What follows belongs to an exercise in optimizing a design on an open flow for small area, a short achievable clock period and few clock cycles; a production flow would make more cautious choices. Where RTL was checked, it was by simulation tests only, not by an equivalence proof against the original. Function not checked in runs 4 to 6: the RTL went through the layout flow alone.

### flow/run.sh
#!/bin/bash
# Standard layout: every port buffered with buf_1, and timing repair asked to
# aim well below the clock period.
bash standard.sh SETUP_SLACK_MARGIN=27.5 "BUFFER_PORTS_ARGS=-buffer_cell sky130_fd_sc_hd__buf_1" finish > standard.log 2>&1
### standard.sh
#!/bin/bash
# synth_recipe.tcl (not shown) runs the flow's synth.tcl, then flattens the netlist and writes it again
# the make line also repeats each setting of config.mk as NAME=value (left out here)
make -C /OpenROAD-flow-scripts/flow DESIGN_CONFIG=/design/flow/config.mk WORK_HOME=/design/flow/orfs CLKGATE_MAP_FILE= SYNTH_SCRIPT=/design/flow/synth_recipe.tcl "${@:-finish}"
### config.mk
export PLATFORM = sky130hd
export DESIGN_NAME = kk7_combiner
export DESIGN_NICKNAME = kk7_combiner
export VERILOG_FILES = /design/flow/design.v
export SDC_FILE = /design/flow/constraint.sdc
export NUM_CORES = 4
export LEC_CHECK = 0
export ABC_AREA = 1
export CAP_MARGIN = 5
export CORE_MARGIN = 2
export CORE_UTILIZATION = 40
export SLEW_MARGIN = 5
### constraint.sdc
create_clock -name core_clock -period 38.0 [get_ports {clk}]
set_input_delay 7.6000 -clock core_clock [delete_from_list [all_inputs] [get_ports {clk}]]
set_output_delay 7.6000 -clock core_clock [all_outputs]
set_load 0.01 [all_outputs]
### design.v
module kk7_comb_add (
    input  wire [31:0] y,
    input  wire        y_nz,        
    input  wire        skip,
    input  wire        us,
    input  wire [8:0]  ueb,
    input  wire [27:0] um,
    output wire [31:0] r,
    output wire        r_nz         
);
    integer i;
    wire        ys    = y[31];
    wire [7:0]  yf    = y[30:23];
    wire        y_sp  = &yf;                        
    wire        y_nan = y_sp && (y[22:0] != 23'd0);
    wire [8:0]  yeb   = {1'b0, yf[7:1], yf[0] | !y_nz};
    wire [27:0] ym    = {y_nz, y[22:0], 4'b0000};
    wire        eff_sub = us ^ ys;
    wire [9:0]  d1    = {1'b0, ueb} - {1'b0, yeb};
    wire [9:0]  d2    = {1'b0, yeb} - {1'b0, ueb};
    wire        dneg  = d1[9];                      
    wire        d0    = (d1 == 10'd0);
    wire        swap0 = d0 && eff_sub && (ym > um);
    wire [27:0] m_b   = dneg ? ym : um;             
    wire [27:0] m_s   = dneg ? um : ym;             
    wire [8:0]  e_big = dneg ? yeb : ueb;
    wire        s_r   = (dneg || swap0) ? ys : us;
    wire [9:0]  dab   = dneg ? d2 : d1;
    wire [4:0]  sh    = (dab[9:5] != 5'd0) ? 5'd31 : dab[4:0];
    wire [30:0] s_sh  = {m_s, 3'b000} >> sh;
    reg  [27:0] lowmask;
    always @* begin
        for (i = 0; i < 28; i = i + 1)
            lowmask[i] = ({27'd0, sh} >= i + 3);
    end
    wire        jam   = |(m_s & lowmask);
    wire [31:0] b_w   = {1'b0, m_b, 3'b000};
    wire [31:0] s_w   = {1'b0, s_sh[30:1], jam};
    wire [32:0] t_c   = {b_w, 1'b1} + {s_w ^ {32{eff_sub}}, eff_sub && !swap0};
    wire [31:0] sum   = t_c[32:1] ^ {32{swap0}};
    reg  [31:0] lim;
    always @* begin
        for (i = 0; i < 32; i = i + 1)
            lim[i] = (e_big == 9'd31 - i);
    end
    wire [31:0] sum_l = sum | lim;
    reg  [4:0]  lz;
    always @* begin
        lz = 5'd0;
        for (i = 0; i < 32; i = i + 1)
            if (sum_l[i]) lz = 5'd31 - i[4:0];
    end
    wire [31:0] nrm  = sum << lz;
    wire [23:0] mant = nrm[31:8];
    wire        inc  = nrm[7] & ((|nrm[6:0]) | mant[0]);
    wire [9:0]  fld0 = {1'b0, e_big} - {5'd0, lz} + {9'd0, mant[23]};
    wire [32:0] pk   = {fld0, mant[22:0]} + {32'd0, inc};
    wire        ovf  = (fld0 >= 10'd255) || ((fld0 == 10'd254) && inc && (&mant[22:0]));
    wire        zero = (sum == 32'd0);
    wire        pass = skip || y_sp;
    wire [31:0] r_sp = (skip || !y_nan) ? y : 32'h7FC0_0000;
    wire [31:0] r_nm = zero ? 32'h0000_0000 :
                       ovf  ? {s_r, 8'hFF, 23'd0} : {s_r, pk[30:0]};
    assign r = pass ? r_sp : r_nm;
    assign r_nz = pass ? (y_nz || (y_nan && !skip)) :
                         (!zero && (ovf || (fld0 != 10'd0) || (inc && (&mant[22:0]))));
endmodule
module kk7_combiner (
    input  wire         clk,
    input  wire         rst,
    input  wire         in_valid,
    output wire         in_ready,
    input  wire [31:0]  in_y,        
    input  wire         in_acc,      
    input  wire         in_ofmt,     
    input  wire         in_align,    
    input  wire         in_nan,      
    input  wire [199:0] in_s,        
    input  wire [63:0]  in_code,     
    input  wire [79:0]  in_ea,       
    output wire         out_valid,
    input  wire         out_ready,
    output wire [31:0]  out_y,
    output wire         out_ovf      
);
    integer i;
    reg        busy;        
    reg  [7:1] rem;         
    reg        rdy;         
    reg  [1:0] pend;        
    wire codes_equal = (in_code[15:8]  == in_code[7:0]) && (in_code[23:16] == in_code[7:0]) &&
                       (in_code[31:24] == in_code[7:0]) && (in_code[39:32] == in_code[7:0]) &&
                       (in_code[47:40] == in_code[7:0]) && (in_code[55:48] == in_code[7:0]) &&
                       (in_code[63:56] == in_code[7:0]);
    wire in_fused = in_align && codes_equal && (in_code[7:0] != 8'h00) && (in_code[7:0] != 8'hFF);
    reg  any_ff;
    reg  [7:1] act;
    always @* begin
        any_ff = in_nan;
        for (i = 0; i < 8; i = i + 1)
            any_ff = any_ff | (in_code[8*i +: 8] == 8'hFF);
        for (i = 1; i < 8; i = i + 1)
            act[i] = (in_code[8*i +: 8] != 8'h00) && (in_s[25*i +: 25] != 25'd0);
    end
    wire [7:1] rem_low  = rem & ~(rem - 7'd1);    
    wire [7:1] rem_rest = rem & (rem - 7'd1);
    wire       rem_many = (rem_rest != 7'd0);
    wire first  = !busy && in_valid;
    wire accept = busy && rdy;                     
    wire fetch  = first || (busy && (rem_many || rdy));
    wire [7:0] sel = busy ? {rem_low, 1'b0} : 8'd1;    
    wire       j_real = first || (rem != 7'd0);    
    wire       deliver = out_valid && out_ready;
    wire [7:1] rem_nx  = first ? (any_ff ? 7'd0 : act) :
                         (busy && rem_many) ? rem_rest :
                         accept ? 7'd0 : rem;
    wire       busy_nx = first || (busy && !accept);
    wire [1:0] pend_nx = pend + {1'b0, accept} - {1'b0, deliver};
    reg        fused_q;     
    always @(posedge clk) begin
        if (rst) begin
            busy <= 1'b0;
            rem  <= 7'd0;
            rdy  <= 1'b0;
            pend <= 2'd0;
        end else begin
            busy <= busy_nx;
            rem  <= rem_nx;
            rdy  <= busy && !accept && (!rem_many || ((rem_rest & (rem_rest - 7'd1)) == 7'd0)) &&
                    !pend_nx[1];
            pend <= pend_nx;
        end
        if (first) fused_q <= in_fused;
    end
    assign in_ready = rdy;
    reg [24:0] s_sel;
    reg [7:0]  code_sel;
    reg [9:0]  ea_sel;
    always @* begin
        s_sel = 25'd0; code_sel = 8'd0; ea_sel = 10'd0;
        for (i = 0; i < 8; i = i + 1) begin
            s_sel    = s_sel    | (in_s[25*i +: 25] & {25{sel[i]}});
            code_sel = code_sel | (in_code[8*i +: 8] & {8{sel[i]}});
            ea_sel   = ea_sel   | (in_ea[10*i +: 10] & {10{sel[i]}});
        end
    end
    reg        t_v, t_first, t_last, t_real, t_fused, t_ofmt, t_nan;
    reg [24:0] t_s;
    reg [7:0]  t_code;
    reg [9:0]  t_ea;
    always @(posedge clk) begin
        if (rst) begin
            t_v <= 1'b0; t_first <= 1'b0; t_last <= 1'b0;
        end else begin
            t_v     <= fetch;
            t_first <= first;
            t_last  <= accept;
        end
        t_real  <= fetch && j_real;
        t_fused <= first ? in_fused : fused_q;
        t_ofmt  <= in_ofmt;
        t_nan   <= any_ff;
        t_s     <= s_sel;
        t_code  <= code_sel;
        t_ea    <= ea_sel;
    end
    reg  [27:0] acc;        
    reg  [10:0] x0;         
    wire signed [10:0] x_j = $signed({3'b000, t_code}) - 11'sd127 + $signed({t_ea[9], t_ea});
    wire [27:0] s_ext   = t_real ? {{3{t_s[24]}}, t_s} : 28'd0;
    wire [27:0] acc_nx  = (t_first ? 28'd0 : acc) + s_ext;
    wire [27:0] val     = t_fused ? acc_nx : s_ext;
    wire signed [10:0] x = (t_fused && !t_first) ? x0 : x_j;
    wire        emit    = t_v && (t_fused ? t_last : (t_real && t_code != 8'h00));
    always @(posedge clk) begin
        acc <= acc_nx;
        if (t_first) x0 <= x_j;
    end
    wire        p_sign = val[27];
    wire [27:0] p_mag  = p_sign ? -val : val;
    wire signed [11:0] p_q = $signed({x[10], x}) + 12'sd153;
    wire        p_neg  = p_q[11];
    reg  [27:0] p_lim;
    always @* begin
        for (i = 0; i < 28; i = i + 1)
            p_lim[i] = (p_q == 27 - i);
    end
    wire [27:0] p_ml   = p_mag | p_lim;
    reg  [4:0]  p_lz;
    always @* begin
        p_lz = 5'd0;
        for (i = 0; i < 28; i = i + 1)
            if (p_ml[i]) p_lz = 5'd27 - i[4:0];
    end
    wire [4:0]  p_rs   = (p_q < -12'sd31) ? 5'd31 : -p_q[4:0];
    wire [4:0]  p_rot  = p_neg ? -p_rs : p_lz;       
    reg  [31:0] p_rv [0:5];
    integer k;
    always @* begin
        p_rv[0] = {4'b0000, p_mag};
        for (k = 0; k < 5; k = k + 1)
            p_rv[k+1] = p_rot[k] ? ((p_rv[k] << (1 << k)) | (p_rv[k] >> (32 - (1 << k)))) : p_rv[k];
    end
    reg  [31:0] p_wrap;
    always @* begin
        for (i = 0; i < 32; i = i + 1)
            p_wrap[i] = p_neg && ({27'd0, p_rs} >= 32 - i);
    end
    wire        p_jam  = |(p_rv[5] & p_wrap);
    wire [27:0] p_m    = (p_rv[5][27:0] & ~p_wrap[27:0]) | {27'd0, p_jam};
    wire signed [12:0] p_eb = $signed({{2{x[10]}}, x}) + 13'sd154 - $signed({8'd0, p_lz});
    wire [8:0]  p_e    = p_neg ? 9'd1 : (p_eb > 13'sd256) ? 9'd256 : p_eb[8:0];
    reg        u_skip, u_last, u_sign, u_ofmt, u_nan;
    reg [8:0]  u_eb;
    reg [27:0] u_m;
    always @(posedge clk) begin
        if (rst) begin
            u_skip <= 1'b1; u_last <= 1'b0;
        end else begin
            u_skip <= !emit || (val == 28'd0);
            u_last <= t_v && t_last;
        end
        u_sign <= p_sign;
        u_eb   <= p_e;
        u_m    <= p_m;
        u_ofmt <= t_ofmt;
        u_nan  <= t_nan;
    end
    reg  [31:0] y;
    reg         y_nz;       
    wire [31:0] y_nx;
    wire        y_nz_nx;
    kk7_comb_add u_add (
        .y    (y),
        .y_nz (y_nz),
        .skip (u_skip),
        .us   (u_sign),
        .ueb  (u_eb),
        .um   (u_m),
        .r    (y_nx),
        .r_nz (y_nz_nx)
    );
    reg        r_v, r_ofmt, r_nan;
    reg [31:0] r_y;
    reg        o_v, o_ovf;
    reg [31:0] o_y;
    wire       o_free = !o_v || out_ready;
    always @(posedge clk) begin
        if (t_v && t_first) begin
            y    <= in_acc ? in_y : 32'h0000_0000;
            y_nz <= in_acc && (in_y[30:23] != 8'd0);
        end else begin
            y    <= y_nx;
            y_nz <= y_nz_nx;
        end
        if (rst) begin
            r_v <= 1'b0;
            o_v <= 1'b0;
        end else begin
            r_v <= u_last || (r_v && !o_free);
            o_v <= r_v || (o_v && !out_ready);
        end
        if (u_last) begin
            r_y    <= y_nx;
            r_ofmt <= u_ofmt;
            r_nan  <= u_nan;
        end
        if (r_v && o_free) begin
            o_y   <= res;
            o_ovf <= ovf;
        end
    end
    wire        y_is_nan = (r_y[30:23] == 8'hFF) && (r_y[22:0] != 23'd0);
    wire [15:0] bf_rnd   = r_y[31:16] + {15'd0, r_y[15] & ((|r_y[14:0]) | r_y[16])};
    wire [15:0] bf       = y_is_nan ? 16'h7FC0 : bf_rnd;
    wire [31:0] res      = r_nan  ? (r_ofmt ? 32'h0000_7FC0 : 32'h7FC0_0000) :
                           r_ofmt ? {16'h0000, bf} : r_y;
    wire        ovf      = r_ofmt ? (res[14:0] == 15'h7F80) : (res[30:0] == 31'h7F80_0000);
    assign out_valid = o_v;
    assign out_y     = o_y;
    assign out_ovf   = o_ovf;
endmodule
==> summary.md, run 1 <==
| Metric | Value |
|---|---|
| #FFs+latches synth | `244` |
| Setup ws final | `28020 ps` |
| I/O Pins | `419` |
| Mapped cell area | `29800 um2` |
| Hold Fails Final Rpt | `0` |
| Routed Wire Length | `137000 um` |
| H-Tree Depth | `1` |
| Die area | `76600 um2` |
| Largest net degree at the start of global routing | `49` |
| Fin util | `47.4%` |
| Initial core utilization | `40.2%` |
| Layout cells sized above 1 | `8.58%` |
| Dpl hpwl | `108000 um` |
| WL/cell | `21.5 um` |
| CTS sink count | `244` |
| Max-cap viol count | `0` |
| Max incr delay on CP | `380 ps` |
| Hold/Removal Path Class | `reg -> reg` |
| Final period util | `26.3%` |
| Root Driver | `clkbuf_16` |
| Fin Setup TNS | `0 ps` |
| Final GP Congestion | `1.07` |
| Pre-CTS setup slack | `25240 ps` |
| Port Buffers | `418` |
| Fin nets | `5909` |
| Via count | `36.3k` |
| Area delta synth->final | `18.0%` |
| Drt pass-1 iters | `9` |
| Vias in the first global route | `33.5k` |
| Final Slew Violations | `0` |
| DRC | `0` |
| Gr ovfl total | `0` |
| Post-cts hold buffer count | `0` |
| Crit Path Class | `reg -> reg` |
| Syn Area/Cell | `6.00 um2` |
| # rows | `100` |
| Routed vias/inst | `5.71` |
| Setup-failing EPs final | `0` |
| Worst slew pin tran | `1390 ps` |
| Total track usage | `33.4%` |
| Number of synthesized flops with an enable pin | `79` |
| First DRT Iteration DRCs | `3829` |
| Die Span Y | `277 um` |
| CTS tree | `done` |
| Initial antenna violation count | `5` |
| Unrepaired setup endpoints after global routing | `no` |
| Slowest CP cell | `nor4_4` |
| Arrival @ worst endpoint | `10280 ps` |
| Yosys warns | `3` |
| Req. time, crit path | `38300 ps` |
| DIE WIDTH | `277 um` |
| Sequential-to-total area share from yosys stat | `19.1%` |
| First-pass GRT wire length | `199000 um` |
| Syn_nets | `5501` |
| Most common cell after layout, fill and taps aside | `nand2_1` |
| Total CTS buffers | `26` |
| CORE AREA | `74100 um2` |
| Rel. slew slack | `6.17%` |
| CTS clock-pin slew for the worst setup and hold paths | `60 ps` |
| Startpoint Class | `flip-flop` |
| Min Tclk post-route | `9980 ps` |
| Worst Setup End Kind | `flip-flop` |
| Post-synthesis cell count | `4956` |
| Antenna Violating Nets Remaining | `0` |
| Async set or reset register ratio after synthesis | `0%` |
| Critical Path Fanout Max | `22` |
| CTS max path bufs | `3` |
| Skew final | `17.5 ps` |
| Fmax | `100 MHz` |
| Status | `finished clean` |
| Library cells used by synthesis | `74` |
| Worst-Skew Late Latency | `580 ps` |
| Ys flop type | `dfxtp_1` |
| Most frequent cells in the layout | `nand2_1, nand3_1, inv_1, buf_1, nor2_1` |
-- cells by family (layout without fill, tap and decap cells) --
group,after synthesis,count (layout),share of synthesized area (%)
AO/OA/AOI/OAI,731,731,15.3
buffers and inverters,888,1302,12.2
XOR/XNOR,200,200,5.91
flip-flops,244,244,19.1
other,0,8,0
adder cells (fa/ha/maj),161,161,6.92
AND/OR/NAND/NOR,2732,2744,40.6
-- per-layer routing --
metal / GRT usage [%] / up-vias / part of all wire (%)
met2: 56.2 / 1761 / 46
li1: - / 17400 / -
met4: 26.0 / 0 / 9.4
met1: 38.9 / 16600 / 38
met5: 0 / - / 0
met3: 3.66 / 498 / 6.4
-- cell type report --
class	count	area, um2
diodes	8	20.0
fillers	8014	39000
inverters	697	2690
flip-flops and latches	244	5680
multi-input cells	3836	21500
clock inverters	11	193
repair inverters	5	37.5
well taps	969	1210
repair buffers	554	3000
clock buffers	35	726
-- critical path, delay by kind of cell, from the launching register on --
kind            cells  cell delay [ps]
simple gates       33             3660
xor+xnor            2              470
compound gates     14             2040
fa+ha+maj           5             1530
buf+inv            14             1590
flops               1              340
-- registers in the layout, summed over array words and instances, names as in the netlist, 2 cells and up --
name / flops
o_y: 32
r_y: 32
y: 32
acc: 28
u_m: 28
t_s: 25
x0: 11
t_ea: 10
u_eb: 9
t_code: 8
rem: 7
pend: 2
-- path summary, 6_finish.rpt --
kind              startpoint     end  slack, ps  depth (start not counted)
setup / recovery        y_nz  r_y[4]      28020                         68
hold / removal         t_nan   u_nan        330                          0
setup reg to reg        y_nz  r_y[4]      28020                         68
hold reg to reg        t_nan   u_nan        330                          0
-- synthesized netlist by cell type, types with 7 or more instances --
cell type  instances  area share [%]
nor2_1           402             5.1
clkinv_1           9            0.11
clkbuf_1         110             1.4
nand3b_1          14            0.35
nand4_1           82             1.7
or2_2             16            0.34
o22ai_1           35            0.74
nand2_1         1258              16
ha_1             155             6.5
a211oi_1           8            0.20
buf_4             22            0.56
dfxtp_1          165              11
nand2_2           25            0.53
nor2_4             7            0.26
nor4_1            96             2.0
inv_2             21            0.26
a22oi_1           21            0.53
o21ai_1           24            0.40
xnor2_1           55             1.6
o221ai_1          58             1.7
inv_1            666             8.4
nand3_2           10            0.34
edfxtp_1          79             8.0
xor2_1           144             4.2
o31ai_1            8            0.20
o21ai_0          230             3.9
o21bai_1          11            0.28
a21oi_1          197             3.3
o21a_1            10            0.25
a31oi_1           24            0.50
buf_2             30            0.50
nand3_1          724              12
o21ai_2           15            0.44
buf_6             14            0.53
nor2_2            14            0.29
a221oi_1          38             1.1
nor3_1            67             1.1
o211ai_1           9            0.23
o21ai_4            8            0.44
-- through the flow --
stage	area [um2]	hold WS (ps)	instances
6_report	35100	327	6359
5_1_grt	35100	335	6356
4_1_cts	33400	333	6267
3_5_place_dp	31900	321	6191
3_3_place_gp	31900	316	6191
2_1_floorplan	29800	310	4956
-- timing repair --
item / in CTS / in global routing
setup endpoints to repair: 63 / 100
cloned: 12 / 18
pin swaps: 12 / 52
setup buffers: 18 / 66
resized for setup: 74 / 200
hold endpoints to repair: 0 / 0
Testbench counts, summed over its fixed seeds: cycles 32,572.
==> inputs of run 2 (changes only) <==
==> flow/run.sh (replaced) <==
#!/bin/bash
# Standard layout: every port buffered with buf_1, and timing repair asked to
# aim well below the clock period.
bash standard.sh SETUP_SLACK_MARGIN=28 "BUFFER_PORTS_ARGS=-buffer_cell sky130_fd_sc_hd__buf_1" finish > standard.log 2>&1
--- a/config.mk
+++ b/config.mk
@@ -6,7 +6,7 @@
 export NUM_CORES = 4
 export LEC_CHECK = 0
 export ABC_AREA = 1
-export CAP_MARGIN = 5
+export CAP_MARGIN = 20
 export CORE_MARGIN = 2
 export CORE_UTILIZATION = 40
-export SLEW_MARGIN = 5
+export SLEW_MARGIN = 20
==> summary.md, run 2 <==
| Metric | Value |
|---|---|
| Arrival @ worst endpoint | `10140 ps (was 10280 ps)` |
| DRC | `0 (unchanged)` |
| Total CTS buffers | `26 (unchanged)` |
| Skew final | `15.0 ps (was 17.5 ps)` |
| Max incr delay on CP | `390 ps (was 380 ps)` |
| R2r startpoint | `y_nz (unchanged)` |
| CTS sink count | `244 (unchanged)` |
| First DRT Iteration DRCs | `3713 (was 3829)` |
| Post-cts hold buffer count | `0 (unchanged)` |
| Async set or reset register ratio after synthesis | `0% (unchanged)` |
| Hold Fails Final Rpt | `0 (unchanged)` |
| Fin Setup TNS | `0 ps (unchanged)` |
| DIE WIDTH | `277 um (unchanged)` |
| Met2 wire len | `63300 um (was 63000 um)` |
| Layout cells sized above 1 | `11.0% (was 8.58%)` |
| Port Buffers | `418 (unchanged)` |
| Largest registers | `o_y (32), r_y (32), y (32) (unchanged)` |
| Most frequent CP cell | `nand2_2` |
| Final period util | `25.9% (was 26.3%)` |
| Worst Hold Path Cells | `0 (unchanged)` |
| Worst Setup End Kind | `flip-flop (unchanged)` |
| Number of synthesized flops with an enable pin | `79 (unchanged)` |
| Gr ovfl total | `0 (unchanged)` |
| Sequential-to-total area share from yosys stat | `19.1% (unchanged)` |
| Root Driver | `clkbuf_16 (unchanged)` |
| CORE AREA | `74100 um2 (unchanged)` |
| I/O Pins | `419 (unchanged)` |
| Initial core utilization | `40.2% (unchanged)` |
| Pre-CTS setup slack | `25270 ps (was 25240 ps)` |
| Via count | `36.6k (was 36.3k)` |
| Min Tclk post-route | `9830 ps (was 9980 ps)` |
| Syn_nets | `5501 (unchanged)` |
| Library cells used by synthesis | `74 (unchanged)` |
| Critical Path Fanout Max | `11 (was 22)` |
| Final Slew Violations | `0 (unchanged)` |
| Slowest CP cell | `fa_2 (was nor4_4)` |
| Area leader, netlist | `nand2_1 (unchanged)` |
| Largest net degree at the start of global routing | `49 (unchanged)` |
| Fill cells | `7865 (was 8014)` |
| Routed Wire Length | `138000 um (was 137000 um)` |
| Synth area leaders | `nand2_1, nand3_1, dfxtp_1 (unchanged)` |
| Yosys top cell area share | `15.9% (unchanged)` |
| Hold/Removal Path Class | `reg -> reg (unchanged)` |
| H-Tree Depth | `1 (unchanged)` |
| CTS tree | `done (unchanged)` |
| Antenna Violating Nets Remaining | `0 (unchanged)` |
| Area delta synth->final | `21.2% (was 18.0%)` |
| Initial antenna violation count | `7 (was 5)` |
| Routed vias/inst | `5.71 (about the same)` |
| R2R Path End | `r_y[14] (was r_y[4])` |
| Worst-Skew Late Latency | `580 ps (about the same)` |
| Die area | `76600 um2 (unchanged)` |
| WL/cell | `21.6 um (was 21.5 um)` |
| Mapped cell area | `29800 um2 (unchanged)` |
| M1 WL | `52500 um (was 52100 um)` |
| Commonest cells in the netlist | `nand2_1, nand3_1, inv_1 (unchanged)` |
| Setup ws final | `28170 ps (was 28020 ps)` |
| Post-synthesis cell count | `4956 (unchanged)` |
| Most frequent cells in the layout | `nand2_1, nand3_1, inv_1, buf_1, nor2_1 (unchanged)` |
| Fmax | `102 MHz (was 100 MHz)` |
| Ys flop type | `dfxtp_1 (unchanged)` |
| #FFs+latches synth | `244 (unchanged)` |
| # rows | `100 (unchanged)` |
| Startpoint Class | `flip-flop (unchanged)` |
| Dpl hpwl | `107000 um (was 108000 um)` |
| Hold WS | `335 ps (was 327 ps)` |
| Unrepaired setup endpoints after global routing | `yes (was no)` |
| Setup-failing EPs final | `0 (unchanged)` |
| Status | `finished clean (unchanged)` |
| Yosys warns | `3 (unchanged)` |
| Total track usage | `33.8% (was 33.4%)` |
| Vias in the first global route | `34.1k (was 33.5k)` |
| Max-cap viol count | `0 (unchanged)` |
| Most common cell after layout, fill and taps aside | `nand2_1 (unchanged)` |
| Die Span Y | `277 um (unchanged)` |
| CTS clock-pin slew for the worst setup and hold paths | `70 ps (was 60 ps)` |
| Final GP Congestion | `1.07 (unchanged)` |
| Rel. slew slack | `19.1% (was 6.17%)` |
| Fin nets | `5955 (was 5909)` |
| Hold Crit Start | `t_nan (unchanged)` |
| Syn Area/Cell | `6.00 um2 (unchanged)` |
| Hold EP | `u_nan (unchanged)` |
| WL met3 | `8630 um (was 8810 um)` |
| Crit Path Class | `reg -> reg (unchanged)` |
| Top-count cell post-synth | `nand2_1 (unchanged)` |
| Req. time, crit path | `38310 ps (was 38300 ps)` |
| Worst slew pin tran | `1200 ps (was 1390 ps)` |
| Drt pass-1 iters | `7 (was 9)` |
| CTS max path bufs | `3 (unchanged)` |
| FF-to-FF path depth | `78 (was 68)` |
| R2R Setup Slk | `28170 ps (was 28020 ps)` |
| Top sig layer | `met4 (unchanged)` |
| First-pass GRT wire length | `202000 um (was 199000 um)` |
## run 2: cell counts after synthesis
No cell type changed its count.
## run 2: final cells by class
type | count | area, um2 | area share [%]
multi-input combinational | 3839 | 22100 | 61.4
sequential | 244 | 5680 | 15.8
inverter | 697 | 2730 | 7.58
timing repair buffer | 597 | 3340 | 9.28
clock inverter | 20 | 191 | 0.531
tap | 969 | 1210 | 3.36
antenna | 7 | 17.5 | 0.0486
timing repair inverter | 5 | 42.5 | 0.118
clock buffer | 28 | 679 | 1.88
## run 2: cells by family after synthesis
family / count (synthesis) / synth area share, %
and+or+nand+nor: 2732 / 40.6
xor gates and xnor gates: 200 / 5.91
buffers and inverters: 888 / 12.2
DFF: 244 / 19.1
adders and majority gates: 161 / 6.92
AOI/OAI and AO/OA: 731 / 15.3
## run 2: how the worst max path moves through the flow
stage	endpoint	slack (ps)	cells after the start	startpoint
after detailed placement	r_y[18]	25270	71	u_eb[3]
after global routing	y[11]	27580	81	y_nz
final	r_y[14]	28170	78	y_nz
after floorplan	o_ovf	28310	2	out_ready
after CTS	r_y[19]	27990	74	y_nz
after global placement	r_y[19]	25420	71	u_eb[2]
## run 2: metal layers
metal,global-route usage [%],vias to the layer above
met5,0,-
li1,-,17500
met3,3.76,533
met2,56.6,1794
met1,38.9,16800
met4,28.1,0
## run 2: through the flow
stage          instances  area, um2  util [%]
4_1_cts             6316      34200      46.2
5_1_grt             6406      36100      48.7
6_report            6406      36100      48.7
3_5_place_dp        6191      31900      43.1
2_1_floorplan       4956      29800         -
3_3_place_gp        6191      31900      43.0
## run 2: what timing repair did
item,4_1_cts,5_1_grt
setup endpoints to repair,71,100
cloned,25,5
buffers inserted,52,77
pin swaps,33,97
gates resized for setup,175,250
## run 2: worst max-delay path: cells and delay by family, from the launching register on
family	cells	cell delay, ps
compound gates	16	1940
xor+xnor	2	170
fa+ha+maj	5	1440
buf+inv	15	1440
flops	1	340
simple gates	40	4230
==> inputs of run 3 (changes only) <==
==> flow/run.sh (replaced) <==
#!/bin/bash
# Standard layout: every port buffered with buf_1, and timing repair asked to
# aim well below the clock period.
bash standard.sh SETUP_SLACK_MARGIN=27 "BUFFER_PORTS_ARGS=-buffer_cell sky130_fd_sc_hd__buf_1" finish > standard.log 2>&1
==> summary.md, run 3 <==
| Metric | Value |
|---|---|
| Status | `finished clean (unchanged)` |
| Req. time, crit path | `38320 ps (was 38310 ps)` |
| First-pass GRT wire length | `197000 um (was 202000 um)` |
| H-Tree Depth | `1 (unchanged)` |
| Fmax | `97.5 MHz (was 102 MHz)` |
| Vias in the first global route | `33.3k (was 34.1k)` |
| Total track usage | `33.0% (was 33.8%)` |
| Post-cts hold buffer count | `0 (unchanged)` |
| Initial antenna violation count | `7 (unchanged)` |
| Rel. slew slack | `23.9% (was 19.1%)` |
| Via count | `35.8k (was 36.6k)` |
| CTS sink count | `244 (unchanged)` |
| Fin nets | `5862 (was 5955)` |
| Port Buffers | `418 (unchanged)` |
| Busiest grt layer | `met2 (unchanged)` |
| CTS tree | `done (unchanged)` |
| First DRT Iteration DRCs | `3451 (was 3713)` |
| Most frequent CP cell | `nand2_1 (was nand2_2)` |
| Setup-failing EPs final | `0 (unchanged)` |
| Top-count cell post-synth | `nand2_1 (unchanged)` |
| Final period util | `27.0% (was 25.9%)` |
| Most common cell after layout, fill and taps aside | `nand2_1 (unchanged)` |
| DIE WIDTH | `277 um (unchanged)` |
| Met1 capacity usage during global routing | `38.4% (was 38.9%)` |
| CORE AREA | `74100 um2 (unchanged)` |
| Largest registers | `o_y (32), r_y (32), y (32) (unchanged)` |
| Syn_nets | `5501 (unchanged)` |
| Mapped cell area | `29800 um2 (unchanged)` |
| Yosys warns | `3 (unchanged)` |
| Syn Area/Cell | `6.00 um2 (unchanged)` |
| Final Slew Violations | `0 (unchanged)` |
| I/O Pins | `419 (unchanged)` |
| Routed vias/inst | `5.67 (was 5.71)` |
| Worst-Skew Late Latency | `580 ps (about the same)` |
| Max-cap viol count | `0 (unchanged)` |
| Arrival @ worst endpoint | `10570 ps (was 10140 ps)` |
| Unrepaired setup endpoints after global routing | `yes (unchanged)` |
| Final GP Congestion | `1.07 (unchanged)` |
| Startpoint Class | `flip-flop (unchanged)` |
| Yosys top cell area share | `15.9% (unchanged)` |
| Sequential-to-total area share from yosys stat | `19.1% (unchanged)` |
| CTS clock-pin slew for the worst setup and hold paths | `70 ps (about the same)` |
| Min Tclk post-route | `10250 ps (was 9830 ps)` |
| Hold/Removal Path Class | `reg -> reg (unchanged)` |
| Max incr delay on CP | `540 ps (was 390 ps)` |
| Area leader, netlist | `nand2_1 (unchanged)` |
| Total CTS buffers | `26 (unchanged)` |
| Dpl hpwl | `107000 um (unchanged)` |
| Die area | `76600 um2 (unchanged)` |
| Synth area leaders | `nand2_1, nand3_1, dfxtp_1 (unchanged)` |
| Die Span Y | `277 um (unchanged)` |
| Drt pass-1 iters | `6 (was 7)` |
| Antenna Violating Nets Remaining | `0 (unchanged)` |
| Critical Path Fanout Max | `24 (was 11)` |
| Worst Setup End Kind | `flip-flop (unchanged)` |
| Crit Path Class | `reg -> reg (unchanged)` |
| Skew final | `18.3 ps (was 15.0 ps)` |
| Slowest CP cell | `o21ai_0 (was fa_2)` |
| Area delta synth->final | `14.4% (was 21.2%)` |
| Hold Fails Final Rpt | `0 (unchanged)` |
| Routed Wire Length | `134000 um (was 138000 um)` |
| #FFs+latches synth | `244 (unchanged)` |
| Fin Setup TNS | `0 ps (unchanged)` |
| Largest net degree at the start of global routing | `49 (unchanged)` |
| Worst slew pin tran | `1130 ps (was 1200 ps)` |
| Initial core utilization | `40.2% (unchanged)` |
| # rows | `100 (unchanged)` |
| Library cells used by synthesis | `74 (unchanged)` |
| Ys flop type | `dfxtp_1 (unchanged)` |
| Commonest cells in the netlist | `nand2_1, nand3_1, inv_1 (unchanged)` |
| Post-synthesis cell count | `4956 (unchanged)` |
| Layout cells sized above 1 | `6.82% (was 11.0%)` |
| Async set or reset register ratio after synthesis | `0% (unchanged)` |
| DRC | `0 (unchanged)` |
| M3 GR Usage | `3.36% (was 3.76%)` |
| CP Buf/Inv Count | `10 (was 15)` |
| Gr ovfl total | `0 (unchanged)` |
| CP delay by family, top | `simple AND/OR/NAND/NOR gates (unchanged)` |
| Number of synthesized flops with an enable pin | `79 (unchanged)` |
| M2 GR Usage | `55.4% (was 56.6%)` |
| Most frequent cells in the layout | `nand2_1, nand3_1, inv_1, buf_1, nor2_1 (unchanged)` |
| Root Driver | `clkbuf_16 (unchanged)` |
| CTS max path bufs | `3 (unchanged)` |
| WL/cell | `21.2 um (was 21.6 um)` |
-- run 3: what timing repair did --
action | 4_1_cts | 5_1_grt
endpoints found under the setup margin | 63 | 68
endpoints found under the hold margin | 0 | 0
resized for setup | 37 | 106
setup buffers | 4 | 42
cloned | 5 | 15
pin swaps | 3 | 29
-- run 3: cell families (layout without fill, tap and decap cells) --
family	Yosys count	count (layout)	share of synthesized area [%]
AND/OR/NAND/NOR	2732	2744	40.6
adder cells (fa/ha/maj)	161	161	6.92
flip-flops	244	244	19.1
AO/OA/AOI/OAI	731	731	15.3
buffers and inverters	888	1257	12.2
XOR/XNOR	200	200	5.91
other	0	7	0
-- run 3: per-stage QoR --
stage               hold WS [ps]  cells  util [%]  instance area, um2  setup WS (ps)
floorplan                    310   4956         -               29800          28310
global placement             316   6191      43.0               31900          25420
detailed placement           321   6191      43.1               31900          25270
CTS                          336   6248      44.6               33000          27020
global route                 340   6313      45.9               34000          26950
finish                       335   6313      45.9               34000          27750
-- run 3: final timing paths --
path,startpoint,end,slack (ps),cells past startpoint
setup reg to reg,u_eb[2],r_y[8],27750,66
hold / removal,t_nan,u_nan,340,0
setup / recovery,u_eb[2],r_y[8],27750,66
hold reg to reg,t_nan,u_nan,340,0
-- run 3: metal layers --
layer / wire length, um / vias up
li1: - / 17300
met2: 61800 / 1721
met3: 8500 / 458
met5: 0 / -
met4: 12600 / 0
met1: 51200 / 16300
-- run 3: cell type report --
class / count / area, um2
Multi-Input combinational cell: 3836 / 21100
Clock inverter: 20 / 191
Antenna cell: 7 / 17.5
Inverter: 697 / 2670
Clock buffer: 28 / 679
Tap cell: 969 / 1210
Fill cell: 8163 / 40000
Timing Repair inverter: 2 / 16.3
Sequential cell: 244 / 5680
Timing Repair Buffer: 510 / 2450
==> inputs of run 4 (changes only) <==
--- a/design.v
+++ b/design.v
@@ -85,7 +85,9 @@
 );
     integer i;
     reg        busy;        
-    reg  [7:1] rem;         
+    reg  [7:1] rem_q;       
+    reg        kill;        
+    wire [7:1] rem = kill ? 7'd0 : rem_q;
     reg        rdy;         
     reg  [1:0] pend;        
     wire codes_equal = (in_code[15:8]  == in_code[7:0]) && (in_code[23:16] == in_code[7:0]) &&
@@ -111,7 +113,7 @@
     wire [7:0] sel = busy ? {rem_low, 1'b0} : 8'd1;    
     wire       j_real = first || (rem != 7'd0);    
     wire       deliver = out_valid && out_ready;
-    wire [7:1] rem_nx  = first ? (any_ff ? 7'd0 : act) :
+    wire [7:1] rem_nx  = first ? act :
                          (busy && rem_many) ? rem_rest :
                          accept ? 7'd0 : rem;
     wire       busy_nx = first || (busy && !accept);
@@ -120,12 +122,14 @@
     always @(posedge clk) begin
         if (rst) begin
             busy <= 1'b0;
-            rem  <= 7'd0;
+            rem_q <= 7'd0;
+            kill  <= 1'b0;
             rdy  <= 1'b0;
             pend <= 2'd0;
         end else begin
             busy <= busy_nx;
-            rem  <= rem_nx;
+            rem_q <= rem_nx;
+            if (first) kill <= any_ff;
             rdy  <= busy && !accept && (!rem_many || ((rem_rest & (rem_rest - 7'd1)) == 7'd0)) &&
                     !pend_nx[1];
             pend <= pend_nx;
==> flow/run.sh (replaced) <==
#!/bin/bash
# Standard layout: every port buffered with buf_1, and timing repair asked to
# aim well below the clock period.
bash standard.sh SETUP_SLACK_MARGIN=27.5 "BUFFER_PORTS_ARGS=-buffer_cell sky130_fd_sc_hd__buf_1" finish > standard.log 2>&1
==> summary.md, run 4 <==
| Metric | Value |
|---|---|
| Hold EP | `u_ofmt (was u_nan)` |
| Status | `finished clean (unchanged)` |
| CTS max path bufs | `3 (unchanged)` |
| First DRT Iteration DRCs | `3470 (was 3451)` |
| Routed vias/inst | `5.70 (was 5.67)` |
| R2R Path End | `r_y[7] (was r_y[8])` |
| Yosys warns | `3 (unchanged)` |
| R2r startpoint | `y_nz (was u_eb[2])` |
| Most common cell after layout, fill and taps aside | `nand2_1 (unchanged)` |
| Initial antenna violation count | `12 (was 7)` |
| I/O Pins | `419 (unchanged)` |
| Top sig layer | `met4 (unchanged)` |
| WL met3 | `8110 um (was 8500 um)` |
| Number of synthesized flops with an enable pin | `79 (unchanged)` |
| Dpl cells | `6205 (was 6191)` |
| Worst Hold Path Cells | `0 (unchanged)` |
| Area delta synth->final | `19.5% (was 14.4%)` |
| H-Tree Depth | `1 (unchanged)` |
| Post-synthesis cell count | `4973 (was 4956)` |
| FF-to-FF path depth | `73 (was 66)` |
| Min Tclk post-route | `10390 ps (was 10250 ps)` |
| Final std cells w/o fill | `6394 (was 6313)` |
| Async set or reset register ratio after synthesis | `0% (unchanged)` |
| Final Cell Area | `36000 um2 (was 34000 um2)` |
| Unrepaired setup endpoints after global routing | `yes (unchanged)` |
| Setup ws final | `27610 ps (was 27750 ps)` |
| Drt pass-1 iters | `7 (was 6)` |
| Placed cell areas | `32100 um2 (was 31900 um2)` |
| Commonest cells in the netlist | `nand2_1, nand3_1, inv_1 (unchanged)` |
| Critical path startpoint | `y_nz (was u_eb[2])` |
| Initial core utilization | `40.4% (was 40.2%)` |
| Area of the multi-input gates | `22400 um2 (was 21100 um2)` |
| Via count | `36.5k (was 35.8k)` |
| Setup-failing EPs final | `0 (unchanged)` |
| Syn Area/Cell | `6.05 um2 (was 6.00 um2)` |
| #FFs+latches synth | `245 (was 244)` |
| Die area | `77500 um2 (was 76600 um2)` |
| Largest registers | `o_y (32), r_y (32), y (32) (unchanged)` |
| DRC | `0 (unchanged)` |
| Fin util | `48.3% (was 45.9%)` |
| Worst slew pin tran | `1070 ps (was 1130 ps)` |
| Total track usage | `34.6% (was 33.0%)` |
| Hold/Removal Path Class | `reg -> reg (unchanged)` |
| Routed Wire Length | `142000 um (was 134000 um)` |
| Fill cells | `7967 (was 8163)` |
| Most frequent CP cell | `nand2_2 (was nand2_1)` |
| Root Driver | `clkbuf_16 (unchanged)` |
| Fmax | `96.2 MHz (was 97.5 MHz)` |
| Max incr delay on CP | `480 ps (was 540 ps)` |
| Ys flop type | `dfxtp_1 (unchanged)` |
| Simple-gate area share of the yosys netlist | `39.7% (was 40.6%)` |
| Hold Crit Start | `t_ofmt (was t_nan)` |
| Final GP Congestion | `1.05 (was 1.07)` |
| Final period util | `27.3% (was 27.0%)` |
| Area leader, netlist | `nand2_1 (unchanged)` |
| Hold WS | `328 ps (was 335 ps)` |
| Max-cap viol count | `0 (unchanged)` |
| Mux share of post-synthesis cell area | `0.0665% (was 0%)` |
| Library cells used by synthesis | `83 (was 74)` |
| Vias in the first global route | `34.4k (was 33.3k)` |
| Antenna Violating Nets Remaining | `0 (unchanged)` |
| Critical Path Fanout Max | `39 (was 24)` |
| Pre-CTS setup slack | `25390 ps (was 25270 ps)` |
| Die Span Y | `278 um (was 277 um)` |
| XOR/XNOR share of the synthesized area | `6.08% (was 5.91%)` |
| CTS clock-pin slew for the worst setup and hold paths | `70 ps (about the same)` |
| Most frequent cells in the layout | `nand2_1, inv_1, nand3_1, buf_1, nor2_1 (was nand2_1, nand3_1, inv_1, buf_1, nor2_1)` |
| CTS sink count | `245 (was 244)` |
| Total CTS buffers | `27 (was 26)` |
| Worst Setup End Kind | `flip-flop (unchanged)` |
| Dpl hpwl | `112000 um (was 107000 um)` |
| Fin Setup TNS | `0 ps (unchanged)` |
| Compound-Gate Fraction of Synth Area | `16.1% (was 15.3%)` |
| Startpoint Class | `flip-flop (unchanged)` |
| Largest net degree at the start of global routing | `50 (was 49)` |
| R2R Setup Slk | `27610 ps (was 27750 ps)` |
| Crit Path Class | `reg -> reg (unchanged)` |
| CTS tree | `done (unchanged)` |
| Yosys top cell area share | `15.8% (was 15.9%)` |
| Req. time, crit path | `38310 ps (was 38320 ps)` |
| Top-count cell post-synth | `nand2_1 (unchanged)` |
| FF+latch area | `5710 um2 (was 5680 um2)` |
| WL/cell | `22.2 um (was 21.2 um)` |
| Mapped cell area | `30100 um2 (was 29800 um2)` |
| Rel. slew slack | `28.4% (was 23.9%)` |
| Hold Fails Final Rpt | `0 (unchanged)` |
| Met2 wire len | `67900 um (was 61800 um)` |
| CORE AREA | `74400 um2 (was 74100 um2)` |
| Arrival @ worst endpoint | `10700 ps (was 10570 ps)` |
| Skew final | `25.8 ps (was 18.3 ps)` |
| Fin nets | `5939 (was 5862)` |
| Slowest CP cell | `or4_4 (was o21ai_0)` |
| Syn_nets | `5520 (was 5501)` |
| Port Buffers | `418 (unchanged)` |
| DIE WIDTH | `278 um (was 277 um)` |
| M1 WL | `52800 um (was 51200 um)` |
| Worst-Skew Late Latency | `580 ps (about the same)` |
| Layout cells sized above 1 | `10.8% (was 6.82%)` |
| Gr ovfl total | `0 (unchanged)` |
| First-pass GRT wire length | `206000 um (was 197000 um)` |
| Synth Area in Adders | `6.93% (was 6.92%)` |
| Synth area leaders | `nand2_1, dfxtp_1, nand3_1 (was nand2_1, nand3_1, dfxtp_1)` |
| # rows | `100 (unchanged)` |
| Largest family of logic cells by synthesized area | `simple AND/OR/NAND/NOR gates (unchanged)` |
| Final Slew Violations | `0 (unchanged)` |
| Sequential-to-total area share from yosys stat | `18.9% (was 19.1%)` |
-- run 4: cell count changes in the layout (fill, tap and decap cells not counted), moves of 37 or more --
cell / before / now
o21ai_0: 216 / 267
o221ai_1: 57 / 16
nand3_2: 16 / 57
nand2_2: 22 / 67
buf_4: 74 / 111
nand3_1: 716 / 616
-- run 4: worst max-delay path: cells and delay by family, from the launching register on --
kind,cells,cell delay [ps]
fa+ha+maj,5,1300
flops,1,330
compound gates,13,2000
buf+inv,11,1310
simple gates,41,4580
xor+xnor,3,520
-- run 4: cells by family after synthesis --
group                    Yosys count
multiplexers                       2
buffers and inverters            878
XOR/XNOR                         204
AND/OR/NAND/NOR                 2669
flip-flops                       245
adder cells (fa/ha/maj)          163
AO/OA/AOI/OAI                    812
-- run 4: cell type report --
type / instances / share of cell area (%)
diodes: 12 / 0.0835
repair inverters: 6 / 0.153
clock buffers: 34 / 2.12
well taps: 969 / 3.37
clock inverters: 16 / 0.630
inverters: 692 / 7.53
flip-flops and latches: 245 / 15.9
multi-input cells: 3864 / 62.2
repair buffers: 556 / 8.01
-- run 4: worst max path at each step --
stage / to / cells after the start
6_report: r_y[7] / 73
5_1_grt: r_y[7] / 72
4_1_cts: r_y[30] / 82
3_5_place_dp: r_y[7] / 71
3_3_place_gp: r_y[2] / 67
2_1_floorplan: r_y[19] / 74
-- run 4: per-layer routing --
| metal | track usage [%] | vias up |
|---|---|---|
| met3 | 3.33 | 504 |
| li1 | - | 17500 |
| met2 | 60.9 | 1738 |
| met5 | 0 | - |
| met1 | 38.9 | 16800 |
| met4 | 25.8 | 0 |
-- run 4: timing repair --
item | in CTS | in global routing
hold endpoints to repair | 0 | 0
hold buffers | 0 | 0
gates cloned | 20 | 5
setup buffers | 63 | 39
resized for setup | 172 | 215
pin swaps | 41 | 94
setup endpoints to repair | 63 | 63
==> inputs of run 5 (changes only) <==
==> flow/run.sh (replaced) <==
#!/bin/bash
# Standard layout, with timing repair asked to aim well below the clock period.
bash standard.sh SETUP_SLACK_MARGIN=27.5 finish > standard.log 2>&1
==> summary.md, run 5 <==
| Metric | Value |
|---|---|
| Commonest cells in the netlist | `nand2_1, nand3_1, inv_1 (unchanged)` |
| WL/cell | `22.3 um (was 22.2 um)` |
| FF-to-FF path depth | `67 (was 73)` |
| Yosys warns | `3 (unchanged)` |
| Total CTS buffers | `25 (was 27)` |
| Layout cells sized above 1 | `10.6% (was 10.8%)` |
| Drt pass-1 iters | `6 (was 7)` |
| Placed cell areas | `34700 um2 (was 32100 um2)` |
| Slowest CP cell | `o21ai_1 (was or4_4)` |
| CTS tree | `done (unchanged)` |
| Syn Area/Cell | `6.05 um2 (unchanged)` |
| Rel. slew slack | `16.5% (was 28.4%)` |
| Worst Hold Path Cells | `0 (unchanged)` |
| Worst Setup End Kind | `flip-flop (unchanged)` |
| Initial antenna violation count | `12 (unchanged)` |
| Min Tclk post-route | `10420 ps (was 10390 ps)` |
| Arrival @ worst endpoint | `10720 ps (was 10700 ps)` |
| R2r startpoint | `y[25] (was y_nz)` |
| Crit Path Class | `reg -> reg (unchanged)` |
| CTS clock-pin slew for the worst setup and hold paths | `70 ps (about the same)` |
| Ys flop type | `dfxtp_1 (unchanged)` |
| Most frequent cells in the layout | `nand2_1, inv_1, nand3_1, clkdlybuf4s50_1, nor2_1 (was nand2_1, inv_1, nand3_1, buf_1, nor2_1)` |
| Top-count cell post-synth | `nand2_1 (unchanged)` |
| Post-cts hold buffer count | `0 (unchanged)` |
| Syn_nets | `5520 (unchanged)` |
| Library cells used by synthesis | `83 (unchanged)` |
| Req. time, crit path | `38300 ps (was 38310 ps)` |
| Startpoint Class | `flip-flop (unchanged)` |
| Final std cells w/o fill | `6403 (was 6394)` |
| # rows | `100 (unchanged)` |
| Hold Fails Final Rpt | `0 (unchanged)` |
| WL met3 | `8880 um (was 8110 um)` |
| CTS sink count | `245 (unchanged)` |
| Mapped cell area | `30100 um2 (unchanged)` |
| Area of the multi-input gates | `22200 um2 (was 22400 um2)` |
| Total track usage | `34.8% (was 34.6%)` |
| Largest net degree at the start of global routing | `45 (was 50)` |
| #FFs+latches synth | `245 (unchanged)` |
| H-Tree Depth | `1 (unchanged)` |
| Hold Crit Start | `t_ofmt (unchanged)` |
| Fin nets | `5951 (was 5939)` |
| Via count | `36.4k (was 36.5k)` |
| CTS max path bufs | `3 (unchanged)` |
| Routed vias/inst | `5.69 (was 5.70)` |
| Dpl cells | `6207 (was 6205)` |
| Async set or reset register ratio after synthesis | `0% (unchanged)` |
| Worst-Skew Late Latency | `550 ps (was 580 ps)` |
| DIE WIDTH | `278 um (unchanged)` |
| Worst slew pin tran | `1250 ps (was 1070 ps)` |
| Critical Path Fanout Max | `43 (was 39)` |
| Fin util | `51.7% (was 48.3%)` |
| M1 WL | `52600 um (was 52800 um)` |
| Unrepaired setup endpoints after global routing | `yes (unchanged)` |
| I/O Pins | `419 (unchanged)` |
| Synth area leaders | `nand2_1, dfxtp_1, nand3_1 (unchanged)` |
| Skew final | `20.9 ps (was 25.8 ps)` |
| Yosys top cell area share | `15.8% (unchanged)` |
| Hold/Removal Path Class | `reg -> reg (unchanged)` |
| First DRT Iteration DRCs | `3758 (was 3470)` |
| Dpl hpwl | `112000 um (about the same)` |
| DRC | `0 (unchanged)` |
| FF+latch area | `5700 um2 (was 5710 um2)` |
| Area leader, netlist | `nand2_1 (unchanged)` |
| Final period util | `27.4% (was 27.3%)` |
| Setup-failing EPs final | `0 (unchanged)` |
| Max-cap viol count | `0 (unchanged)` |
| Largest registers | `o_y (32), r_y (32), y (32) (unchanged)` |
| Top sig layer | `met5 (was met4)` |
| Fill cells | `7757 (was 7967)` |
| Sequential-to-total area share from yosys stat | `18.9% (unchanged)` |
| Root Driver | `clkbuf_16 (unchanged)` |
| Post-synthesis cell count | `4973 (unchanged)` |
| Final Slew Violations | `0 (unchanged)` |
| Initial core utilization | `40.4% (unchanged)` |
| Final Cell Area | `38500 um2 (was 36000 um2)` |
| Die area | `77500 um2 (unchanged)` |
| Vias in the first global route | `34.4k (about the same)` |
| Max incr delay on CP | `540 ps (was 480 ps)` |
| First-pass GRT wire length | `207000 um (was 206000 um)` |
| Die Span Y | `278 um (unchanged)` |
| Number of synthesized flops with an enable pin | `79 (unchanged)` |
| CORE AREA | `74400 um2 (unchanged)` |
| R2R Path End | `r_y[8] (was r_y[7])` |
| Area delta synth->final | `27.9% (was 19.5%)` |
| Fin Setup TNS | `0 ps (unchanged)` |
| Port Buffers | `418 (unchanged)` |
| Fmax | `95.9 MHz (was 96.2 MHz)` |
| Final GP Congestion | `1.06 (was 1.05)` |
| Routed Wire Length | `143000 um (was 142000 um)` |
| Most common cell after layout, fill and taps aside | `nand2_1 (unchanged)` |
| Gr ovfl total | `0 (unchanged)` |
| Status | `finished clean (unchanged)` |
| Antenna Violating Nets Remaining | `0 (unchanged)` |
| Met2 wire len | `68300 um (was 67900 um)` |
| Most frequent CP cell | `nand2_2 (unchanged)` |
| Hold EP | `u_ofmt (unchanged)` |
| R2R Setup Slk | `27580 ps (was 27610 ps)` |
## run 5: worst max-delay path by stage
stage	start	endpoint	slack [ps]	cells past startpoint
after floorplan	y_nz	r_y[19]	27870	74
after global placement	u_eb[2]	r_y[4]	25380	66
after detailed placement	u_eb[2]	r_y[4]	25230	66
after CTS	y_nz	r_y[4]	27510	72
after global routing	y_nz	y[19]	27050	79
final	y[25]	r_y[8]	27580	67
## run 5: layer usage
metal / global-route usage, % / vias to the layer above
li1: - / 17500
met1: 38.9 / 16700
met2: 61.0 / 1769
met3: 3.58 / 492
met4: 26.5 / 2
met5: 0 / -
## run 5: cell families after synthesis
kind of cell / count (synthesis) / synth area share (%)
and+or+nand+nor: 2669 / 39.7
AOI/OAI and AO/OA: 812 / 16.1
xor gates and xnor gates: 204 / 6.08
muxes: 2 / 0.0665
buffers and inverters: 878 / 12.2
adders and majority gates: 163 / 6.93
DFF: 245 / 18.9
## run 5: layout make-up
type / count / area share (%)
repair buffers: 572 / 14.9
inverters: 692 / 7.09
flip-flops and latches: 245 / 14.8
clock buffers: 35 / 1.91
multi-input cells: 3864 / 57.7
well taps: 969 / 3.15
clock inverters: 11 / 0.325
repair inverters: 4 / 0.104
diodes: 11 / 0.0715
## run 5: stage by stage
step                      hold slack [ps]  worst slack (ps)
final                                 328             27580
after global placement                316             25380
after CTS                             329             27510
after detailed placement              314             25230
after global routing                  346             27050
after floorplan                       310             27870
## run 5: repair_timing
| item | 4_1_cts | 5_1_grt |
|---|---|---|
| resized for setup | 155 | 194 |
| pin swaps | 33 | 71 |
| hold endpoints to repair | 0 | 0 |
| gates cloned | 16 | 13 |
| endpoints found under the setup margin | 63 | 63 |
| setup buffers | 55 | 55 |
## run 5: worst max-delay path, delay by kind of cell (launching register included)
kind / cells / cell delay, ps
buf+inv: 8 / 990
simple gates: 37 / 4410
flops: 1 / 420
xor+xnor: 3 / 560
compound gates: 15 / 2640
fa+ha+maj: 4 / 1100
==> inputs of run 6 (changes only) <==
--- a/design.v
+++ b/design.v
@@ -26,16 +26,17 @@
     wire [8:0]  e_big = dneg ? yeb : ueb;
     wire        s_r   = (dneg || swap0) ? ys : us;
     wire [9:0]  dab   = dneg ? d2 : d1;
-    wire [4:0]  sh    = (dab[9:5] != 5'd0) ? 5'd31 : dab[4:0];
+    wire [4:0]  sh    = dab[4:0];
+    wire        far   = (dab[9:5] != 5'd0);         
     wire [30:0] s_sh  = {m_s, 3'b000} >> sh;
     reg  [27:0] lowmask;
     always @* begin
         for (i = 0; i < 28; i = i + 1)
             lowmask[i] = ({27'd0, sh} >= i + 3);
     end
-    wire        jam   = |(m_s & lowmask);
+    wire        jam   = far ? (m_s != 28'd0) : |(m_s & lowmask);
     wire [31:0] b_w   = {1'b0, m_b, 3'b000};
-    wire [31:0] s_w   = {1'b0, s_sh[30:1], jam};
+    wire [31:0] s_w   = {1'b0, s_sh[30:1] & {30{!far}}, jam};
     wire [32:0] t_c   = {b_w, 1'b1} + {s_w ^ {32{eff_sub}}, eff_sub && !swap0};
     wire [31:0] sum   = t_c[32:1] ^ {32{swap0}};
     reg  [31:0] lim;
@@ -85,9 +86,7 @@
 );
     integer i;
     reg        busy;        
-    reg  [7:1] rem_q;       
-    reg        kill;        
-    wire [7:1] rem = kill ? 7'd0 : rem_q;
+    reg  [7:1] rem;         
     reg        rdy;         
     reg  [1:0] pend;        
     wire codes_equal = (in_code[15:8]  == in_code[7:0]) && (in_code[23:16] == in_code[7:0]) &&
@@ -113,7 +112,7 @@
     wire [7:0] sel = busy ? {rem_low, 1'b0} : 8'd1;    
     wire       j_real = first || (rem != 7'd0);    
     wire       deliver = out_valid && out_ready;
-    wire [7:1] rem_nx  = first ? act :
+    wire [7:1] rem_nx  = first ? (any_ff ? 7'd0 : act) :
                          (busy && rem_many) ? rem_rest :
                          accept ? 7'd0 : rem;
     wire       busy_nx = first || (busy && !accept);
@@ -122,14 +121,12 @@
     always @(posedge clk) begin
         if (rst) begin
             busy <= 1'b0;
-            rem_q <= 7'd0;
-            kill  <= 1'b0;
+            rem  <= 7'd0;
             rdy  <= 1'b0;
             pend <= 2'd0;
         end else begin
             busy <= busy_nx;
-            rem_q <= rem_nx;
-            if (first) kill <= any_ff;
+            rem  <= rem_nx;
             rdy  <= busy && !accept && (!rem_many || ((rem_rest & (rem_rest - 7'd1)) == 7'd0)) &&
                     !pend_nx[1];
             pend <= pend_nx;
==> flow/run.sh (replaced) <==
#!/bin/bash
# Standard layout: every port buffered with buf_1, and timing repair asked to
# aim well below the clock period.
bash standard.sh SETUP_SLACK_MARGIN=27.5 "BUFFER_PORTS_ARGS=-buffer_cell sky130_fd_sc_hd__buf_1" finish > standard.log 2>&1
==> summary.md, run 6 <==
| Metric | Value |
|---|---|
| Status | `finished clean (unchanged)` |
| Initial core utilization | `40.3% (was 40.4%)` |
| DRC | `0 (unchanged)` |
| Req. time, crit path | `38400 ps (was 38300 ps)` |
| Routed vias/inst | `5.78 (was 5.69)` |
| Worst Setup End Kind | `flip-flop (unchanged)` |
| First-pass GRT wire length | `217000 um (was 207000 um)` |
| Unrepaired setup endpoints after global routing | `no (was yes)` |
| Fin util | `46.2% (was 51.7%)` |
| Mux share of post-synthesis cell area | `0% (was 0.0665%)` |
| Fmax | `100 MHz (was 95.9 MHz)` |
| Mapped cell area | `30500 um2 (was 30100 um2)` |
| Max-cap viol count | `0 (unchanged)` |
| Antenna Violating Nets Remaining | `0 (unchanged)` |
| Async set or reset register ratio after synthesis | `0% (unchanged)` |
| Largest family of logic cells by synthesized area | `simple AND/OR/NAND/NOR gates (unchanged)` |
| Critical Path Fanout Max | `7 (was 43)` |
| Number of synthesized flops with an enable pin | `79 (unchanged)` |
| Simple-gate area share of the yosys netlist | `44.3% (was 39.7%)` |
| Crit Path Class | `in -> reg (was reg -> reg)` |
| Hold/Removal Path Class | `reg -> reg (unchanged)` |
| Arrival @ worst endpoint | `10400 ps (was 10720 ps)` |
| Yosys warns | `3 (unchanged)` |
| Slowest CP cell | `nor4_1 (was o21ai_1)` |
| Via count | `37.6k (was 36.4k)` |
| Final GP Congestion | `1.09 (was 1.06)` |
| Vias in the first global route | `34.9k (was 34.4k)` |
| CTS clock-pin slew for the worst setup and hold paths | `60 ps (was 70 ps)` |
| Commonest cells in the netlist | `nand2_1, nand3_1, inv_1 (unchanged)` |
| Die area | `78600 um2 (was 77500 um2)` |
| Min Tclk post-route | `9990 ps (was 10420 ps)` |
| Yosys top cell area share | `17.4% (was 15.8%)` |
| CORE AREA | `75700 um2 (was 74400 um2)` |
| #FFs+latches synth | `244 (was 245)` |
| Area delta synth->final | `14.4% (was 27.9%)` |
| Initial antenna violation count | `8 (was 12)` |
| Post-synthesis cell count | `5140 (was 4973)` |
| Total track usage | `36.1% (was 34.8%)` |
| Most common cell after layout, fill and taps aside | `nand2_1 (unchanged)` |
| Largest registers | `o_y (32), r_y (32), y (32) (unchanged)` |
| Sequential-to-total area share from yosys stat | `18.6% (was 18.9%)` |
| Hold Fails Final Rpt | `0 (unchanged)` |
| Syn_nets | `5685 (was 5520)` |
| Ys flop type | `dfxtp_1 (unchanged)` |
| Final Slew Violations | `0 (unchanged)` |
| XOR/XNOR share of the synthesized area | `5.49% (was 6.08%)` |
| Library cells used by synthesis | `73 (was 83)` |
| Die Span Y | `280 um (was 278 um)` |
| Synth area leaders | `nand2_1, nand3_1, dfxtp_1 (was nand2_1, dfxtp_1, nand3_1)` |
| Startpoint Class | `input pin (was flip-flop)` |
| Port Buffers | `418 (unchanged)` |
| H-Tree Depth | `1 (unchanged)` |
| Fin nets | `6037 (was 5951)` |
| Final Cell Area | `34900 um2 (was 38500 um2)` |
| CTS sink count | `244 (was 245)` |
| Rel. slew slack | `10.4% (was 16.5%)` |
| CTS max path bufs | `3 (unchanged)` |
| First DRT Iteration DRCs | `3793 (was 3758)` |
| CP delay by family, top | `buffers and inverters (was simple AND/OR/NAND/NOR gates)` |
| DIE WIDTH | `280 um (was 278 um)` |
| FF+latch area | `5680 um2 (was 5700 um2)` |
| Area leader, netlist | `nand2_1 (unchanged)` |
| Layout cells sized above 1 | `7.17% (was 10.6%)` |
| Worst slew pin tran | `1340 ps (was 1250 ps)` |
| CP Buf/Inv Count | `4 (was 8)` |
| WL/cell | `22.8 um (was 22.3 um)` |
| Compound-Gate Fraction of Synth Area | `13.6% (was 16.1%)` |
| Worst-Skew Late Latency | `590 ps (was 550 ps)` |
| I/O Pins | `419 (unchanged)` |
| Area of the multi-input gates | `22100 um2 (was 22200 um2)` |
| Fin Setup TNS | `0 ps (unchanged)` |
| Most frequent cells in the layout | `nand2_1, nand3_1, inv_1, buf_1, nor2_1 (was nand2_1, inv_1, nand3_1, clkdlybuf4s50_1, nor2_1)` |
| Skew final | `46.6 ps (was 20.9 ps)` |
| Root Driver | `clkbuf_16 (unchanged)` |
| Placed cell areas | `32700 um2 (was 34700 um2)` |
| Gr ovfl total | `0 (unchanged)` |
| Syn Area/Cell | `5.94 um2 (was 6.05 um2)` |
| Final period util | `26.3% (was 27.4%)` |
| Synth Area in Adders | `6.74% (was 6.93%)` |
| Total CTS buffers | `27 (was 25)` |
| Crit-path cells | `buf_1 > inv_1 > nor4_1 > a21oi_1 > o31ai_1 > a211oi_1 > nand2_1 > inv_1 > o311ai_0 > buf_4 > a21oi_1` |
| Dpl hpwl | `120000 um (was 112000 um)` |
| # rows | `101 (was 100)` |
| CTS tree | `done (unchanged)` |
| Largest net degree at the start of global routing | `47 (was 45)` |
| Setup-failing EPs final | `0 (unchanged)` |
| Top-count cell post-synth | `nand2_1 (unchanged)` |
| Fill cells | `8297 (was 7757)` |
| Drt pass-1 iters | `6 (unchanged)` |
| Max incr delay on CP | `540 ps (about the same)` |
| Routed Wire Length | `148000 um (was 143000 um)` |
[run 6: final cells by class]
type,instances,share of cell area [%]
clock inverters,14,0.437
multi-input cells,4056,63.2
diodes,7,0.0501
clock buffers,35,2.29
flip-flops and latches,244,16.3
repair buffers,509,7.04
well taps,978,3.50
inverters,652,7.14
repair inverters,2,0.0466
[run 6: worst paths after layout]
path	cells after the start	slack, ps	start	to
max	11	28010	in_code[6]	rem[1]
min	0	330	t_ofmt	u_ofmt
max reg2reg	61	28060	u_eb[7]	r_y[13]
min reg2reg	0	330	t_ofmt	u_ofmt
[run 6: cell families (layout without fill, tap and decap cells)]
kind of cell,count (synthesis),in the layout
simple gates,3034,3043
buf+inv,849,1212
compound gates,664,664
flops,244,244
xor+xnor,188,188
fa+ha+maj,161,161
other cells,0,7
[run 6: what timing repair did]
item	4_1_cts	5_1_grt
hold buffers	0	0
endpoints found under the hold margin	0	0
gates resized for setup	41	102
setup endpoints to repair	63	63
cloned	6	7
setup buffers	8	33
pin swaps	6	18
[run 6: stage by stage]
| stage | setup WS [ps] | hold slack, ps | std cells |
|---|---|---|---|
| final | 28010 | 330 | 6497 |
| after global routing | 27370 | 344 | 6496 |
| after CTS | 27560 | 331 | 6449 |
| after detailed placement | 26200 | 316 | 6386 |
| after global placement | 26480 | 313 | 6385 |
| after floorplan | 28310 | 310 | 5140 |
[run 6: layer usage]
layer | GRT usage (%) | up-vias | wire, um
li1 | - | 18000 | -
met1 | 43.0 | 17400 | 57400
met2 | 59.5 | 1794 | 67000
met3 | 4.02 | 455 | 9610
met4 | 27.8 | 2 | 14000
met5 | 0 | - | 12

[re-timing with driven ports]
How much do the figures lean on ideal ports? The routed layouts below were timed once more, with nothing changed but the port constraints. Step 1: set_driving_cell puts a clkbuf_16 on clk and a buf_2 on each other input, an assumption about the parent block. Step 2 adds t to the input delays and takes it off the output delays; t is the mean of the earliest and latest rising clock arrival at the registers after step 1. Input paths then give back, and output paths get back, about the clock's delay inside the block. a / b / c = no drivers / after step 1 / after step 2; a / b = the first two.
run | t, ns | setup WS [ns] | worst slew at a driven data input, ns
run 1 | 0.629 | 28.023 / 28.023 / 27.868 | 0.16
run 2 | 0.631 | 28.166 / 28.166 / 27.839 | 0.16
run 3 | 0.632 | 27.747 / 27.747 / 27.747 | 0.16
run 4 | 0.630 | 27.608 / 27.608 / 27.608 | 0.25
run 5 | 0.609 | 27.576 / 27.576 / 27.576 | 0.25
run 6 | 0.633 | 28.005 / 28.043 / 27.409 | 0.17
After both steps every run listed still meets setup and hold. The setup slack of run 6, which loses most, moves by +0.038 ns with the drivers and by -0.596 ns with both steps.
